This design comes from an exercise in tuning for small area, a short achievable clock period and few clock cycles per item on the open sky130 flow, not from production work.
Function was checked by simulation only, so behaviour that the tests miss may differ from the original.

<file path="config.mk">
export PLATFORM = sky130hd
export DESIGN_NAME = whorl_xu
export DESIGN_NICKNAME = whorl_xu
export VERILOG_FILES = /design/flow/design.v
export SDC_FILE = /design/flow/constraint.sdc
export NUM_CORES = 4
export LEC_CHECK = 0
export CAP_MARGIN = 20
export CORE_MARGIN = 2
export CORE_UTILIZATION = 40
export PLACE_DENSITY = 0.6
export SLEW_MARGIN = 20
</file>
<file path="design.v">
module whorl_xu (
    input             clk,
    input             rst,           
    input             in_valid,
    output            in_ready,
    input      [5:0]  in_op,
    input      [1:0]  in_acc,        
    input      [15:0] in_imm,
    input      [31:0] in_a,
    input      [31:0] in_b,
    input      [31:0] in_d,          
    output reg        out_valid,
    output reg [31:0] out_res,
    output reg [47:0] out_acc,
    output reg        out_sat,
    output reg        out_illegal
);
    localparam [5:0] OP_NOP  = 6'h00, OP_ADD  = 6'h01, OP_SUB  = 6'h02,
                     OP_ADDW = 6'h03, OP_SUBW = 6'h04, OP_NEG  = 6'h05,
                     OP_ABS  = 6'h06, OP_MIN  = 6'h07, OP_MAX  = 6'h08,
                     OP_CLMP = 6'h09, OP_AND  = 6'h0A, OP_OR   = 6'h0B,
                     OP_XOR  = 6'h0C, OP_SHL  = 6'h0D, OP_SAR  = 6'h0E,
                     OP_SHR  = 6'h0F, OP_LIH  = 6'h10, OP_LIL  = 6'h11,
                     OP_ADDI = 6'h12, OP_SLT  = 6'h13, OP_CMOV = 6'h14,
                     OP_MUL  = 6'h18, OP_MAC  = 6'h19, OP_MSU  = 6'h1A,
                     OP_ALD  = 6'h1B, OP_ARD  = 6'h1C, OP_ACLP = 6'h1D;
    localparam signed [65:0] MAX32 = 66'sd2147483647;
    localparam signed [65:0] MIN32 = -66'sd2147483648;
    localparam signed [65:0] MAX48 = 66'sd140737488355327;
    localparam signed [65:0] MIN48 = -66'sd140737488355328;
    assign in_ready = 1'b1;
    reg signed [47:0] acc [0:3];
    wire signed [31:0] a   = in_a;
    wire signed [31:0] b   = in_b;
    wire signed [65:0] a_w = {{34{in_a[31]}}, in_a};
    wire signed [65:0] b_w = {{34{in_b[31]}}, in_b};
    wire signed [65:0] imm_sx = {{50{in_imm[15]}}, in_imm};
    wire        [4:0]  k   = in_imm[4:0];
    wire signed [47:0] acc_old = acc[in_acc];
    wire signed [65:0] acc_w   = {{18{acc_old[47]}}, acc_old};
    wire signed [63:0] prod   = a * b;
    wire signed [65:0] prod_w = {{2{prod[63]}}, prod};
    wire        [65:0] prod_mag = prod_w[65] ? -prod_w : prod_w;
    wire        [65:0] prod_r29 = (prod_mag + (66'd1 << 28)) >> 29;
    wire        [65:0] prod_r17 = (prod_mag + (66'd1 << 16)) >> 17;
    wire signed [65:0] mul_rnd  = prod_w[65] ? -prod_r29 : prod_r29;
    wire signed [65:0] mac_term = prod_w[65] ? -prod_r17 : prod_r17;
    wire        [65:0] acc_mag  = acc_w[65] ? -acc_w : acc_w;
    wire        [65:0] acc_r12  = (acc_mag + (66'd1 << 11)) >> 12;
    wire signed [65:0] ard_rnd  = acc_w[65] ? -acc_r12 : acc_r12;
    reg signed [65:0] wide;        
    reg signed [65:0] m;           
    reg        [31:0] res;
    reg signed [47:0] acc_new;
    reg               sat;
    reg               illegal;
    reg               acc_we;
    always @* begin
        wide    = 66'sd0;
        m       = 66'sd0;
        res     = 32'd0;
        acc_new = acc_old;
        sat     = 1'b0;
        illegal = 1'b0;
        acc_we  = 1'b0;
        case (in_op)
            OP_NOP: ;
            OP_ADD, OP_SUB, OP_NEG, OP_ABS, OP_ADDI, OP_SHL, OP_MUL, OP_ARD: begin
                case (in_op)
                    OP_ADD:  wide = a_w + b_w;
                    OP_SUB:  wide = a_w - b_w;
                    OP_NEG:  wide = -a_w;
                    OP_ABS:  wide = a_w[65] ? -a_w : a_w;
                    OP_ADDI: wide = a_w + imm_sx;
                    OP_SHL:  wide = a_w <<< k;
                    OP_MUL:  wide = mul_rnd;
                    default: wide = ard_rnd;       
                endcase
                if (wide > MAX32) begin
                    res = MAX32[31:0];
                    sat = 1'b1;
                end else if (wide < MIN32) begin
                    res = MIN32[31:0];
                    sat = 1'b1;
                end else begin
                    res = wide[31:0];
                end
            end
            OP_ADDW: res = a + b;
            OP_SUBW: res = a - b;
            OP_MIN:  res = (a < b) ? a : b;
            OP_MAX:  res = (a > b) ? a : b;
            OP_CLMP: begin
                m = b_w[65] ? -b_w : b_w;
                if (m > MAX32) begin
                    m   = MAX32;
                    sat = 1'b1;
                end
                if (a_w > m)
                    res = m[31:0];
                else if (a_w < -m)
                    res = -m[31:0];
                else
                    res = a;
            end
            OP_AND:  res = a & b;
            OP_OR:   res = a | b;
            OP_XOR:  res = a ^ b;
            OP_SAR:  res = a >>> k;
            OP_SHR:  res = in_a >> k;
            OP_LIH:  res = {in_imm, 16'h0000};
            OP_LIL:  res = {in_d[31:16], in_imm};
            OP_SLT:  res = (a < b) ? 32'd1 : 32'd0;
            OP_CMOV: res = (in_b != 32'd0) ? in_a : in_d;
            OP_MAC, OP_MSU: begin
                acc_we = 1'b1;
                wide   = (in_op == OP_MAC) ? acc_w + mac_term : acc_w - mac_term;
                if (wide > MAX48) begin
                    acc_new = MAX48[47:0];
                    sat     = 1'b1;
                end else if (wide < MIN48) begin
                    acc_new = MIN48[47:0];
                    sat     = 1'b1;
                end else begin
                    acc_new = wide[47:0];
                end
            end
            OP_ALD: begin
                acc_we  = 1'b1;
                acc_new = {{4{in_a[31]}}, in_a, 12'h000};
            end
            OP_ACLP: begin
                acc_we = 1'b1;
                m      = (a_w[65] ? -a_w : a_w) <<< 12;
                if (acc_w > m)
                    acc_new = m[47:0];
                else if (acc_w < -m)
                    acc_new = -m[47:0];
            end
            default: illegal = 1'b1;
        endcase
    end
    integer i;
    always @(posedge clk) begin
        if (rst) begin
            out_valid <= 1'b0;
            for (i = 0; i < 4; i = i + 1)
                acc[i] <= 48'sd0;
        end else begin
            out_valid <= in_valid;
            if (in_valid && acc_we)
                acc[in_acc] <= acc_new;
        end
        out_res     <= res;
        out_acc     <= acc_new;
        out_sat     <= sat;
        out_illegal <= illegal;
    end
endmodule
</file>
<file path="run.sh">
#!/bin/bash
# synth_recipe.tcl (not shown) runs the flow's synth.tcl, then flattens the netlist and writes it again
# the make line also repeats each setting of config.mk as NAME=value (left out here)
make -C /OpenROAD-flow-scripts/flow DESIGN_CONFIG=/design/flow/config.mk WORK_HOME=/design/flow/orfs CLKGATE_MAP_FILE= SYNTH_SCRIPT=/design/flow/synth_recipe.tcl finish
</file>
<file path="constraint.sdc">
create_clock -name core_clock -period 24.0 [get_ports {clk}]
set_input_delay 4.8000 -clock core_clock [delete_from_list [all_inputs] [get_ports {clk}]]
set_output_delay 4.8000 -clock core_clock [all_outputs]
set_load 0.01 [all_outputs]
</file>
==> summary.txt <==
## routing by layer
metal  track usage  part of all wire
met1         0.563              0.39
met2         0.643              0.42
met3         0.100              0.10
met4         0.287             0.083
met5             0           0.00044
## cells in the mapped netlist, drive strengths merged, types with 56 or more instances
cell type / instances
a21o: 151
clkbuf: 507
nand2: 1033
o221ai: 62
dfxtp: 83
a22oi: 56
nor2: 1246
o21a: 63
inv: 1320
a31oi: 106
xnor2: 480
mux2i: 217
xor2: 164
o211ai: 104
fa: 1086
nor4: 81
nand3: 226
a21oi: 851
buf: 205
ha: 664
o21ai: 486
nor2b: 89
and3: 93
nand2b: 82
o22ai: 111
nor3: 236
or3: 89
a211oi: 105
and2: 72
nand4: 130
edfxtp: 192
## per-stage QoR
step,util
6_report,0.445
5_1_grt,0.445
4_1_cts,0.444
3_5_place_dp,0.439
3_3_place_gp,0.439
2_1_floorplan,-
## critical path: cells and delay by family
kind | cells | cell delay, ns
fa+ha+maj | 11 | 5.60
mux | 2 | 0.42
simple gates | 18 | 4.96
compound gates | 15 | 3.97
xor+xnor | 5 | 1.93
buf+inv | 7 | 2.01
## layout make-up
type | instances | area [µm²] | share of cell area
diodes | 13 | 32.5 | 0.000332
clock buffers | 37 | 838 | 0.00855
clock inverters | 19 | 280 | 0.00286
inverters | 1343 | 5060 | 0.0516
multi-input cells | 8931 | 74000 | 0.755
flip-flops and latches | 275 | 7430 | 0.0758
well taps | 2958 | 3700 | 0.0378
repair buffers | 810 | 6700 | 0.0684
## worst min path at each step
stage,endpoint,slack [ns],depth (start not counted)
floorplan,out_acc[0],0.73,3
global placement,out_acc[5],0.81,3
detailed placement,out_acc[5],0.82,3
CTS,out_acc[5],0.84,3
global route,out_acc[5],0.87,3
finish,out_acc[5],0.84,3
## registers in the layout (all words and copies together), names as in the netlist
name         count
acc            192
out_sat          1
out_acc         48
out_res         32
out_illegal      1
out_valid        1
## kinds of logic after synthesis
group                      share of synthesized area
and+or+nand+nor                                0.189
AOI/OAI and AO/OA                              0.195
buffers and inverters                         0.0890
adders and majority gates                      0.339
xor gates and xnor gates                      0.0636
muxes                                         0.0412
DFF                                           0.0837
other                                      0.0000422
## timing repair
item,in CTS,in global routing
endpoints found under the hold margin,0,0
buffers inserted,0,4
setup endpoints to repair,0,241
gates resized for setup,0,14
==> impl_metrics.yaml <==
clock_network:
  cts_buffer_depth: 3
  clock_latency_ns: 0.67
  path_clk_slew_ns: 0.06
  root_buffer: "clkbuf_16"
  numCtsBuffers: 30
  cts_sinks: 275
  cts_tree: "built"
  cts_hold_buf: 0
  cts-htree-levels: 1
sta:
  worst_slack_ns: 0.567
  rsz0062_at_grt: "false"
  min_period_over_period: 0.976
  hold_viol: 0
  max_freq_ghz: 0.0427
  fin_worst_skew_ns: 0.0594
  slew_headroom: 0.160
  whs_ns: 0.840
  setup_viol: 0
  tns_ns: 0
  maxSlewViolCount: 0
  worst_pin_slew_ns: 1.26
  fin_crit_ns: 23.43
status:
  status: "no timing/DRC/antenna violations"
routing:
  post-route-drc-count: 0
  ant_nets: 0
  dr_total_vias: 91660
  first_pass_iters: 6
  wirelength_um: 497000
  drtIter0Drc: 11354
  route.detailed.wl_per_inst_um: 34.5
  drt-vias-per-instance: 6.37
worst_setup_path:
  worstSetupStartpoint: "in_a[4]"
  cp_max_fo: 21
  regToRegEndpoint: "out_res[29]"
  critPathMaxStageDelay_ns: 0.71
  cp-start-kind: "input pin"
  cp_slowest_cell: "fa_1"
  crit_path_frequent_cell: "fa_1"
  cp-end-kind: "register"
  arrival_ns: 23.77
  path_class: "input pin to register"
  worstReg2RegStart: "acc[3][0]"
  crit_required_ns: 24.34
  r2r_slack_ns: 12.94
  r2r_cells: 23
  endpoint: "acc[0][29]"
finish:
  final_common_cell: "inv_1"
  finalNetCount: 13264
  drive_gt1_frac: 0.0936
  fin_cells: 14386
  final.fill_count: 22116
  final_cell_area_um2: 98000
  area.growth.synth_to_final_pct: 10.4
  layout_common_cells: "inv_1 (1,300), nor2_1 (1,233), fa_1 (1,084)"
grt:
  grt_pass1_vias: 89472
  grtUsageTotal: 0.434
  grt_max_degree: 97
  grt_pass1_wl_um: 693000
  gr-total-overflow: 0
  antenna_found_initial: 46
synthesis:
  synth_async_sr_flop_share: 0
  yosysTopAreaCell: "fa_1"
  synthTopCellsByArea: "fa_1 (24%), ha_1 (9.4%), edfxtp_1 (6.5%)"
  avgSynthCellArea_um2: 7.91
  ys_ff_latch: 275
  ys_seq_area_frac: 0.0837
  yosysWarnings: 1
  synth_top_cell_area_share: 0.245
  netlist_instances: 11226
  ys_types: 131
  ys_dominant_reg_cell: "edfxtp_1"
  syn_area_um2: 88800
  synth_edf_count: 192
placed_design:
  pre_cts_ws_ns: 0.121
  hpwl_um: 398000
  place_congestion: 1.09
  placed_cell_area_um2: 96700
  dp.cells: 14313
  port_buffers: 205
worst_hold_path:
  hp-start: "acc[0][5]"
  hp-class: "register to register"
die:
  ios: 207
  die_area_um2: 226000
  chipWidth_um: 475
  initial_core_util: 0.403
  core_area_um2: 220000
  die_y_um: 475
  fp-row-count: 172
flow_run:
  cap_violations: 0
Testbench counts, summed over its fixed seeds: cycles 64,016, items 64,000.

-- re-timing with driven ports --
No port has a modelled driver above. Below, the same layout with a new extraction and two added sets of constraints.
Step 1 sets driving cells, clkbuf_16 on the clock port and buf_2 on the other inputs (assumed; they add their load-dependent delay and slew).
Step 2 also shifts input and output timing later by t, the mid clock arrival at the registers, as if the neighbouring blocks saw the same clock.
a / b / c = ideal ports / drivers / drivers and shift; a / b = the first two.
t (ns): 0.736
slack for setup (ns): 0.567 / 0.540 / -0.196
cell pins on the clock port's net: 1
With both steps, setup timing fails in this run, where it was met with ideal ports. For this run, drivers alone change the setup slack by -0.027 ns; drivers and shift together by -0.763 ns.
